From an optimization exercise on the open Yosys and OpenROAD flow, aimed at small area and a short achievable clock period; shortcuts taken in it are not production practice. In this exercise RTL edits were held to simulation tests only and were not proved equivalent to the original.

==> trial 21 <==
==> flow/design.v (excerpt) <==
module thm_corr (
    input  wire        clk,
    input  wire        rst,         
    input  wire        in_valid,
    input  wire [15:0] in_raw,      
    input  wire [15:0] in_ffc,      
    input  wire        in_ffc_bad,
    input  wire [15:0] in_off_a,    
    input  wire [15:0] in_gain_a,
    input  wire [15:0] in_drift_a,
    input  wire        in_bad_a,
    input  wire [15:0] in_off_b,    
    input  wire [15:0] in_gain_b,
    input  wire [15:0] in_drift_b,
    input  wire        in_bad_b,
    input  wire [15:0] in_t_array,  
    input  wire [15:0] in_t_cal_a,
    input  wire [15:0] in_t_cal_b,
    input  wire [15:0] in_ped_a,
    input  wire [15:0] in_ped_b,
    input  wire [3:0]  in_fade_k,   
    output reg         out_valid,
    output reg  [15:0] out_z,       
    output reg  [15:0] out_z_a,     
    output reg  [15:0] out_z_b,     
    output reg         out_bad_a,   
    output reg         out_bad_b    
);
==> flow/config.mk <==
export PLATFORM = sky130hd
export DESIGN_NAME = thm_corr
export DESIGN_NICKNAME = thm_corr
export VERILOG_FILES = /design/flow/design.v
export SDC_FILE = /design/flow/constraint.sdc
export NUM_CORES = 4
export LEC_CHECK = 0
export CAP_MARGIN = 20
export CORE_MARGIN = 2
export CORE_UTILIZATION = 40
export CTS_BUF_LIST = sky130_fd_sc_hd__clkbuf_8
export CTS_CLUSTER_DIAMETER = 50
export CTS_CLUSTER_SIZE = 20
export GPL_TIMING_DRIVEN = 0
export SLEW_MARGIN = 20
export SYNTH_HIERARCHICAL = 1
export SYNTH_MINIMUM_KEEP_SIZE = 0
==> flow/constraint.sdc <==
create_clock -name core_clock -period 35.0 [get_ports {clk}]
set_input_delay 7.0000 -clock core_clock [delete_from_list [all_inputs] [get_ports {clk}]]
set_output_delay 7.0000 -clock core_clock [all_outputs]
set_load 0.01 [all_outputs]
standard.sh (not shown) runs the stock make flow with config.mk's settings and CLKGATE_MAP_FILE= SYNTH_SCRIPT=/design/flow/synth_recipe.tcl, a recipe that flattens the netlist after the stock synthesis.
==> flow/flow/run.sh <==
#!/bin/bash
# The standard layout (standard.sh) with two changes:
#  - Yosys's quick ABC pass inside "synth" is turned off (synth -noabc), so
#    that extract_fa sees the full-adder trees of the RTL as written;
#  - the port buffers are sky130_fd_sc_hd__buf_1 (every port still gets one).
# make's full output goes to standard.log; each ORFS step logs under orfs/logs.
set -euo pipefail
export SYNTH_ARGS="-noabc"
export BUFFER_PORTS_ARGS="-buffer_cell sky130_fd_sc_hd__buf_1"
bash standard.sh > standard.log 2>&1
==> trial 4: changes against trial 21 <==
--- a/flow/design.v
+++ b/flow/design.v
@@ -1,27 +1,23 @@
 module thm_corr_lane (
     input  wire        clk,
     input  wire [15:0] raw,
     input  wire [15:0] ffc_n,      
     input  wire [15:0] offset_n,   
     input  wire [15:0] drift,      
-    input  wire [8:0]  ndt_lo,
-    input  wire        ndt_nb,
-    input  wire [6:0]  t_cal_hi,
-    input  wire [6:0]  t_array_hi_n,
+    input  wire [15:0] t_array,    
+    input  wire [15:0] t_cal,      
     input  wire [15:0] gain,       
     input  wire [15:0] pedestal,   
     output reg  [15:0] zr,
     output reg         zu,         
     output reg         zo          
 );
-    wire [8:0]  ndt_hs = {t_cal_hi[6], t_cal_hi, 1'b1} + {t_array_hi_n[6], t_array_hi_n, ndt_nb};
-    wire [7:0]  ndt_hi = ndt_hs[8:1];
-    wire [16:0] ndt  = {ndt_hi, ndt_lo};    
+    wire [16:0] ndt  = {t_cal[15], t_cal} - {t_array[15], t_array};    
     wire        dpos = drift[15] ^ ndt[16];
     wire        dneg = ~dpos;    
     wire mb_one0 = drift[0] ^ 1'b0;
     wire mb_two0 = (drift[1] & ~drift[0] & ~1'b0) | (~drift[1] & drift[0] & 1'b0);
     wire mb_neg0 = drift[1] & ~(drift[0] & 1'b0);
     wire mb_pos0 = ~drift[1] | (drift[0] & 1'b0);
     wire mb_zero0 = ~(mb_one0 | mb_two0);
     wire [17:-1] mb_xs0 = {ndt[16], ndt[16], ndt[15], ndt[14], ndt[13], ndt[12], ndt[11], ndt[10], ndt[9], ndt[8], ndt[7], ndt[6], ndt[5], ndt[4], ndt[3], ndt[2], ndt[1], ndt[0], 1'b0} ^ {19{mb_neg0}};
@@ -1409,38 +1405,33 @@
     output reg  [15:0] out_z,       
     output reg  [15:0] out_z_a,     
     output reg  [15:0] out_z_b,     
     output reg         out_bad_a,   
     output reg         out_bad_b    
 );
     reg        s1_valid;
     reg [15:0] s1_raw, s1_ffc_n, s1_off_a_n, s1_gain_a, s1_drift_a, s1_off_b_n, s1_gain_b, s1_drift_b;
-    reg [15:0] s1_ped_a, s1_ped_b;
-    reg [8:0]  s1_ndt_lo_a, s1_ndt_lo_b;
-    reg        s1_ndt_nb_a, s1_ndt_nb_b;
-    reg [6:0]  s1_t_array_hi_n, s1_t_cal_hi_a, s1_t_cal_hi_b;
+    reg [15:0] s1_t_array, s1_t_cal_a, s1_t_cal_b, s1_ped_a, s1_ped_b;
     reg        s1_bad_a, s1_bad_b;
     reg [3:0]  s1_k;
     always @(posedge clk) begin
         if (rst) s1_valid <= 1'b0;
         else     s1_valid <= in_valid;
         s1_raw     <= in_raw;
         s1_ffc_n   <= {in_ffc[15], ~in_ffc[14:0]};
         s1_off_a_n <= {in_off_a[15], ~in_off_a[14:0]};
         s1_gain_a  <= in_gain_a;
         s1_drift_a <= in_drift_a;
         s1_off_b_n <= {in_off_b[15], ~in_off_b[14:0]};
         s1_gain_b  <= in_gain_b;
         s1_drift_b <= in_drift_b;
-        {s1_ndt_nb_a, s1_ndt_lo_a} <= {1'b1, in_t_cal_a[8:0]} - {1'b0, in_t_array[8:0]};
-        {s1_ndt_nb_b, s1_ndt_lo_b} <= {1'b1, in_t_cal_b[8:0]} - {1'b0, in_t_array[8:0]};
-        s1_t_array_hi_n <= ~in_t_array[15:9];
-        s1_t_cal_hi_a <= in_t_cal_a[15:9];
-        s1_t_cal_hi_b <= in_t_cal_b[15:9];
+        s1_t_array <= in_t_array;
+        s1_t_cal_a <= in_t_cal_a;
+        s1_t_cal_b <= in_t_cal_b;
         s1_ped_a   <= in_ped_a;
         s1_ped_b   <= in_ped_b;
         s1_bad_a   <= in_bad_a | in_ffc_bad;
         s1_bad_b   <= in_bad_b | in_ffc_bad;
         s1_k       <= (in_fade_k > 4'd8) ? 4'd8 : in_fade_k;
     end
     reg        s2_valid, s3_valid;
     reg [15:0] s2_gain_a, s2_gain_b, s2_ped_a, s2_ped_b;
@@ -1465,23 +1456,23 @@
         s3_bad_b  <= s2_bad_b;
         s3_k      <= s2_k;
     end
     wire [15:0] zr_a, zr_b;
     wire        zu_a, zo_a, zu_b, zo_b;
     thm_corr_lane u_lane_a (
         .clk(clk),
         .raw(s1_raw), .ffc_n(s1_ffc_n), .offset_n(s1_off_a_n), .drift(s1_drift_a),
-        .ndt_lo(s1_ndt_lo_a), .ndt_nb(s1_ndt_nb_a), .t_cal_hi(s1_t_cal_hi_a), .t_array_hi_n(s1_t_array_hi_n),
+        .t_array(s1_t_array), .t_cal(s1_t_cal_a),
         .gain(s2_gain_a), .pedestal(s2_ped_a), .zr(zr_a), .zu(zu_a), .zo(zo_a)
     );
     thm_corr_lane u_lane_b (
         .clk(clk),
         .raw(s1_raw), .ffc_n(s1_ffc_n), .offset_n(s1_off_b_n), .drift(s1_drift_b),
-        .ndt_lo(s1_ndt_lo_b), .ndt_nb(s1_ndt_nb_b), .t_cal_hi(s1_t_cal_hi_b), .t_array_hi_n(s1_t_array_hi_n),
+        .t_array(s1_t_array), .t_cal(s1_t_cal_b),
         .gain(s2_gain_b), .pedestal(s2_ped_b), .zr(zr_b), .zu(zu_b), .zo(zo_b)
     );
     wire [15:0] z_a = zu_a ? 16'h0000 : zo_a ? 16'hFFFF : zr_a;
     wire [15:0] z_b = zu_b ? 16'h0000 : zo_b ? 16'hFFFF : zr_b;
     wire [15:0] z_f;
     thm_corr_fade u_fade (.za(z_a), .zb(z_b), .k(s3_k), .z(z_f));
     always @(posedge clk) begin
         if (rst) out_valid <= 1'b0;
CTS_BUF_LIST = not set   (was sky130_fd_sc_hd__clkbuf_8)
CTS_CLUSTER_DIAMETER = not set   (was 50)
CTS_CLUSTER_SIZE = not set   (was 20)
GPL_TIMING_DRIVEN = not set   (was 0)
SYNTH_HIERARCHICAL = not set   (was 1)
SYNTH_MINIMUM_KEEP_SIZE = not set   (was 0)
==> trial 77: changes against trial 21 <==
--- a/flow/design.v
+++ b/flow/design.v
@@ -1,26 +1,25 @@
 module thm_corr_lane (
     input  wire        clk,
     input  wire [15:0] raw,
     input  wire [15:0] ffc_n,      
     input  wire [15:0] offset_n,   
     input  wire [15:0] drift,      
     input  wire [8:0]  ndt_lo,
-    input  wire        ndt_nb,
+    input  wire        ndt_b,
     input  wire [6:0]  t_cal_hi,
-    input  wire [6:0]  t_array_hi_n,
+    input  wire [6:0]  t_array_hi,
     input  wire [15:0] gain,       
     input  wire [15:0] pedestal,   
     output reg  [15:0] zr,
     output reg         zu,         
     output reg         zo          
 );
-    wire [8:0]  ndt_hs = {t_cal_hi[6], t_cal_hi, 1'b1} + {t_array_hi_n[6], t_array_hi_n, ndt_nb};
-    wire [7:0]  ndt_hi = ndt_hs[8:1];
+    wire [7:0]  ndt_hi = {t_cal_hi[6], t_cal_hi} - {t_array_hi[6], t_array_hi} - {7'd0, ndt_b};
     wire [16:0] ndt  = {ndt_hi, ndt_lo};    
     wire        dpos = drift[15] ^ ndt[16];
     wire        dneg = ~dpos;    
     wire mb_one0 = drift[0] ^ 1'b0;
     wire mb_two0 = (drift[1] & ~drift[0] & ~1'b0) | (~drift[1] & drift[0] & 1'b0);
     wire mb_neg0 = drift[1] & ~(drift[0] & 1'b0);
     wire mb_pos0 = ~drift[1] | (drift[0] & 1'b0);
     wire mb_zero0 = ~(mb_one0 | mb_two0);
@@ -1411,34 +1410,34 @@
     output reg  [15:0] out_z_b,     
     output reg         out_bad_a,   
     output reg         out_bad_b    
 );
     reg        s1_valid;
     reg [15:0] s1_raw, s1_ffc_n, s1_off_a_n, s1_gain_a, s1_drift_a, s1_off_b_n, s1_gain_b, s1_drift_b;
     reg [15:0] s1_ped_a, s1_ped_b;
     reg [8:0]  s1_ndt_lo_a, s1_ndt_lo_b;
-    reg        s1_ndt_nb_a, s1_ndt_nb_b;
-    reg [6:0]  s1_t_array_hi_n, s1_t_cal_hi_a, s1_t_cal_hi_b;
+    reg        s1_ndt_b_a, s1_ndt_b_b;
+    reg [6:0]  s1_t_array_hi, s1_t_cal_hi_a, s1_t_cal_hi_b;
     reg        s1_bad_a, s1_bad_b;
     reg [3:0]  s1_k;
     always @(posedge clk) begin
         if (rst) s1_valid <= 1'b0;
         else     s1_valid <= in_valid;
         s1_raw     <= in_raw;
         s1_ffc_n   <= {in_ffc[15], ~in_ffc[14:0]};
         s1_off_a_n <= {in_off_a[15], ~in_off_a[14:0]};
         s1_gain_a  <= in_gain_a;
         s1_drift_a <= in_drift_a;
         s1_off_b_n <= {in_off_b[15], ~in_off_b[14:0]};
         s1_gain_b  <= in_gain_b;
         s1_drift_b <= in_drift_b;
-        {s1_ndt_nb_a, s1_ndt_lo_a} <= {1'b1, in_t_cal_a[8:0]} - {1'b0, in_t_array[8:0]};
-        {s1_ndt_nb_b, s1_ndt_lo_b} <= {1'b1, in_t_cal_b[8:0]} - {1'b0, in_t_array[8:0]};
-        s1_t_array_hi_n <= ~in_t_array[15:9];
+        {s1_ndt_b_a, s1_ndt_lo_a} <= {1'b0, in_t_cal_a[8:0]} - {1'b0, in_t_array[8:0]};
+        {s1_ndt_b_b, s1_ndt_lo_b} <= {1'b0, in_t_cal_b[8:0]} - {1'b0, in_t_array[8:0]};
+        s1_t_array_hi <= in_t_array[15:9];
         s1_t_cal_hi_a <= in_t_cal_a[15:9];
         s1_t_cal_hi_b <= in_t_cal_b[15:9];
         s1_ped_a   <= in_ped_a;
         s1_ped_b   <= in_ped_b;
         s1_bad_a   <= in_bad_a | in_ffc_bad;
         s1_bad_b   <= in_bad_b | in_ffc_bad;
         s1_k       <= (in_fade_k > 4'd8) ? 4'd8 : in_fade_k;
     end
@@ -1465,23 +1464,23 @@
         s3_bad_b  <= s2_bad_b;
         s3_k      <= s2_k;
     end
     wire [15:0] zr_a, zr_b;
     wire        zu_a, zo_a, zu_b, zo_b;
     thm_corr_lane u_lane_a (
         .clk(clk),
         .raw(s1_raw), .ffc_n(s1_ffc_n), .offset_n(s1_off_a_n), .drift(s1_drift_a),
-        .ndt_lo(s1_ndt_lo_a), .ndt_nb(s1_ndt_nb_a), .t_cal_hi(s1_t_cal_hi_a), .t_array_hi_n(s1_t_array_hi_n),
+        .ndt_lo(s1_ndt_lo_a), .ndt_b(s1_ndt_b_a), .t_cal_hi(s1_t_cal_hi_a), .t_array_hi(s1_t_array_hi),
         .gain(s2_gain_a), .pedestal(s2_ped_a), .zr(zr_a), .zu(zu_a), .zo(zo_a)
     );
     thm_corr_lane u_lane_b (
         .clk(clk),
         .raw(s1_raw), .ffc_n(s1_ffc_n), .offset_n(s1_off_b_n), .drift(s1_drift_b),
-        .ndt_lo(s1_ndt_lo_b), .ndt_nb(s1_ndt_nb_b), .t_cal_hi(s1_t_cal_hi_b), .t_array_hi_n(s1_t_array_hi_n),
+        .ndt_lo(s1_ndt_lo_b), .ndt_b(s1_ndt_b_b), .t_cal_hi(s1_t_cal_hi_b), .t_array_hi(s1_t_array_hi),
         .gain(s2_gain_b), .pedestal(s2_ped_b), .zr(zr_b), .zu(zu_b), .zo(zo_b)
     );
     wire [15:0] z_a = zu_a ? 16'h0000 : zo_a ? 16'hFFFF : zr_a;
     wire [15:0] z_b = zu_b ? 16'h0000 : zo_b ? 16'hFFFF : zr_b;
     wire [15:0] z_f;
     thm_corr_fade u_fade (.za(z_a), .zb(z_b), .k(s3_k), .z(z_f));
     always @(posedge clk) begin
         if (rst) out_valid <= 1'b0;
CORE_UTILIZATION = 65   (was 40)
CTS_BUF_LIST = not set   (was sky130_fd_sc_hd__clkbuf_8)
CTS_CLUSTER_DIAMETER = not set   (was 50)
CTS_CLUSTER_SIZE = not set   (was 20)
GPL_TIMING_DRIVEN = not set   (was 0)
PLACE_DENSITY = 0.75   (was not set)
SYNTH_HIERARCHICAL = not set   (was 1)
SYNTH_MINIMUM_KEEP_SIZE = not set   (was 0)
==> trial 28: changes against trial 21 <==
--- a/flow/design.v
+++ b/flow/design.v
@@ -1,26 +1,25 @@
 module thm_corr_lane (
     input  wire        clk,
     input  wire [15:0] raw,
     input  wire [15:0] ffc_n,      
     input  wire [15:0] offset_n,   
     input  wire [15:0] drift,      
     input  wire [8:0]  ndt_lo,
-    input  wire        ndt_nb,
+    input  wire        ndt_b,
     input  wire [6:0]  t_cal_hi,
-    input  wire [6:0]  t_array_hi_n,
+    input  wire [6:0]  t_array_hi,
     input  wire [15:0] gain,       
     input  wire [15:0] pedestal,   
     output reg  [15:0] zr,
     output reg         zu,         
     output reg         zo          
 );
-    wire [8:0]  ndt_hs = {t_cal_hi[6], t_cal_hi, 1'b1} + {t_array_hi_n[6], t_array_hi_n, ndt_nb};
-    wire [7:0]  ndt_hi = ndt_hs[8:1];
+    wire [7:0]  ndt_hi = {t_cal_hi[6], t_cal_hi} - {t_array_hi[6], t_array_hi} - {7'd0, ndt_b};
     wire [16:0] ndt  = {ndt_hi, ndt_lo};    
     wire        dpos = drift[15] ^ ndt[16];
     wire        dneg = ~dpos;    
     wire mb_one0 = drift[0] ^ 1'b0;
     wire mb_two0 = (drift[1] & ~drift[0] & ~1'b0) | (~drift[1] & drift[0] & 1'b0);
     wire mb_neg0 = drift[1] & ~(drift[0] & 1'b0);
     wire mb_pos0 = ~drift[1] | (drift[0] & 1'b0);
     wire mb_zero0 = ~(mb_one0 | mb_two0);
@@ -1411,34 +1410,34 @@
     output reg  [15:0] out_z_b,     
     output reg         out_bad_a,   
     output reg         out_bad_b    
 );
     reg        s1_valid;
     reg [15:0] s1_raw, s1_ffc_n, s1_off_a_n, s1_gain_a, s1_drift_a, s1_off_b_n, s1_gain_b, s1_drift_b;
     reg [15:0] s1_ped_a, s1_ped_b;
     reg [8:0]  s1_ndt_lo_a, s1_ndt_lo_b;
-    reg        s1_ndt_nb_a, s1_ndt_nb_b;
-    reg [6:0]  s1_t_array_hi_n, s1_t_cal_hi_a, s1_t_cal_hi_b;
+    reg        s1_ndt_b_a, s1_ndt_b_b;
+    reg [6:0]  s1_t_array_hi, s1_t_cal_hi_a, s1_t_cal_hi_b;
     reg        s1_bad_a, s1_bad_b;
     reg [3:0]  s1_k;
     always @(posedge clk) begin
         if (rst) s1_valid <= 1'b0;
         else     s1_valid <= in_valid;
         s1_raw     <= in_raw;
         s1_ffc_n   <= {in_ffc[15], ~in_ffc[14:0]};
         s1_off_a_n <= {in_off_a[15], ~in_off_a[14:0]};
         s1_gain_a  <= in_gain_a;
         s1_drift_a <= in_drift_a;
         s1_off_b_n <= {in_off_b[15], ~in_off_b[14:0]};
         s1_gain_b  <= in_gain_b;
         s1_drift_b <= in_drift_b;
-        {s1_ndt_nb_a, s1_ndt_lo_a} <= {1'b1, in_t_cal_a[8:0]} - {1'b0, in_t_array[8:0]};
-        {s1_ndt_nb_b, s1_ndt_lo_b} <= {1'b1, in_t_cal_b[8:0]} - {1'b0, in_t_array[8:0]};
-        s1_t_array_hi_n <= ~in_t_array[15:9];
+        {s1_ndt_b_a, s1_ndt_lo_a} <= {1'b0, in_t_cal_a[8:0]} - {1'b0, in_t_array[8:0]};
+        {s1_ndt_b_b, s1_ndt_lo_b} <= {1'b0, in_t_cal_b[8:0]} - {1'b0, in_t_array[8:0]};
+        s1_t_array_hi <= in_t_array[15:9];
         s1_t_cal_hi_a <= in_t_cal_a[15:9];
         s1_t_cal_hi_b <= in_t_cal_b[15:9];
         s1_ped_a   <= in_ped_a;
         s1_ped_b   <= in_ped_b;
         s1_bad_a   <= in_bad_a | in_ffc_bad;
         s1_bad_b   <= in_bad_b | in_ffc_bad;
         s1_k       <= (in_fade_k > 4'd8) ? 4'd8 : in_fade_k;
     end
@@ -1465,23 +1464,23 @@
         s3_bad_b  <= s2_bad_b;
         s3_k      <= s2_k;
     end
     wire [15:0] zr_a, zr_b;
     wire        zu_a, zo_a, zu_b, zo_b;
     thm_corr_lane u_lane_a (
         .clk(clk),
         .raw(s1_raw), .ffc_n(s1_ffc_n), .offset_n(s1_off_a_n), .drift(s1_drift_a),
-        .ndt_lo(s1_ndt_lo_a), .ndt_nb(s1_ndt_nb_a), .t_cal_hi(s1_t_cal_hi_a), .t_array_hi_n(s1_t_array_hi_n),
+        .ndt_lo(s1_ndt_lo_a), .ndt_b(s1_ndt_b_a), .t_cal_hi(s1_t_cal_hi_a), .t_array_hi(s1_t_array_hi),
         .gain(s2_gain_a), .pedestal(s2_ped_a), .zr(zr_a), .zu(zu_a), .zo(zo_a)
     );
     thm_corr_lane u_lane_b (
         .clk(clk),
         .raw(s1_raw), .ffc_n(s1_ffc_n), .offset_n(s1_off_b_n), .drift(s1_drift_b),
-        .ndt_lo(s1_ndt_lo_b), .ndt_nb(s1_ndt_nb_b), .t_cal_hi(s1_t_cal_hi_b), .t_array_hi_n(s1_t_array_hi_n),
+        .ndt_lo(s1_ndt_lo_b), .ndt_b(s1_ndt_b_b), .t_cal_hi(s1_t_cal_hi_b), .t_array_hi(s1_t_array_hi),
         .gain(s2_gain_b), .pedestal(s2_ped_b), .zr(zr_b), .zu(zu_b), .zo(zo_b)
     );
     wire [15:0] z_a = zu_a ? 16'h0000 : zo_a ? 16'hFFFF : zr_a;
     wire [15:0] z_b = zu_b ? 16'h0000 : zo_b ? 16'hFFFF : zr_b;
     wire [15:0] z_f;
     thm_corr_fade u_fade (.za(z_a), .zb(z_b), .k(s3_k), .z(z_f));
     always @(posedge clk) begin
         if (rst) out_valid <= 1'b0;
CTS_BUF_LIST = not set   (was sky130_fd_sc_hd__clkbuf_8)
CTS_CLUSTER_DIAMETER = not set   (was 50)
CTS_CLUSTER_SIZE = not set   (was 20)
GPL_TIMING_DRIVEN = not set   (was 0)
==> summary.txt <==
| metric | trial 28 | trial 4 | trial 21 | trial 77 |
|---|---|---|---|---|
| Result of the run | finished clean | finished clean | finished clean | finished clean |
| Highest cell delay on the worst timing path | 320 ps | 590 ps | 370 ps | 300 ps |
| Clk Tree Root Cell | sky130_fd_sc_hd__clkbuf_16 | sky130_fd_sc_hd__clkbuf_16 | sky130_fd_sc_hd__clkbuf_8 | sky130_fd_sc_hd__clkbuf_16 |
| Clock tree cell share of total cell area | 0.0354 | 0.0345 | 0.0253 | 0.0329 |
| Timing-limited maximum frequency | 124 MHz | 115 MHz | 121 MHz | 117 MHz |
| Critical path startpoint category | register | register | register | input pin |
| Die height | 343 um | 340 um | 339 um | 266 um |
| Arithmetic-cell share of the synthesized area counting full adders, half adders and majority gates | 0.391 | 0.392 | 0.396 | 0.401 |
| R2R setup slack | 27300 ps | 26280 ps | 27410 ps | 27140 ps |
| Post-synthesis cell count | 4581 | 4434 | 4428 | 4445 |
| Post-synthesis cell type count | 83 | 75 | 82 | 78 |
| Clock buf count | 64 | 61 | 51 | 56 |
| Area share of the largest cell type after synthesis | 0.290 | 0.293 | 0.296 | 0.298 |

what the ideal ports hide:
The results above use ideal ports. As a check the final layouts listed here were re-extracted and re-timed, cells and wires unchanged.
Step 1 sets driving cells, clkbuf_16 on the clock port and buf_2 on the other inputs (assumed; they add their load-dependent delay and slew).
Step 2 moves the port delays by t, midway between the first and last clock arrival at a register: inputs arrive t later, outputs are due t later. That takes back most of the time a late clock gives input paths.
Slacks: no drivers / after step 1 / after step 2; pairs: no drivers / after step 1.
run	shift t [ns]	setup WS [ns]	worst hold slack (ns)	worst register clock-pin slew, ns	pins driven straight from the clock port
trial 21	0.781	26.757 / 26.690 / 26.484	0.329 / 0.329 / 0.329	0.11 / 0.11	1
trial 4	0.710	26.275 / 26.275 / 26.275	0.316 / 0.316 / 0.316	0.07 / 0.07	1
trial 77	0.667	26.434 / 26.476 / 25.809	0.294 / 0.294 / 0.294	0.07 / 0.07	1
trial 28	0.689	26.909 / 26.840 / 26.284	0.310 / 0.310 / 0.310	0.07 / 0.07	1
After both steps every run listed still meets setup and hold.
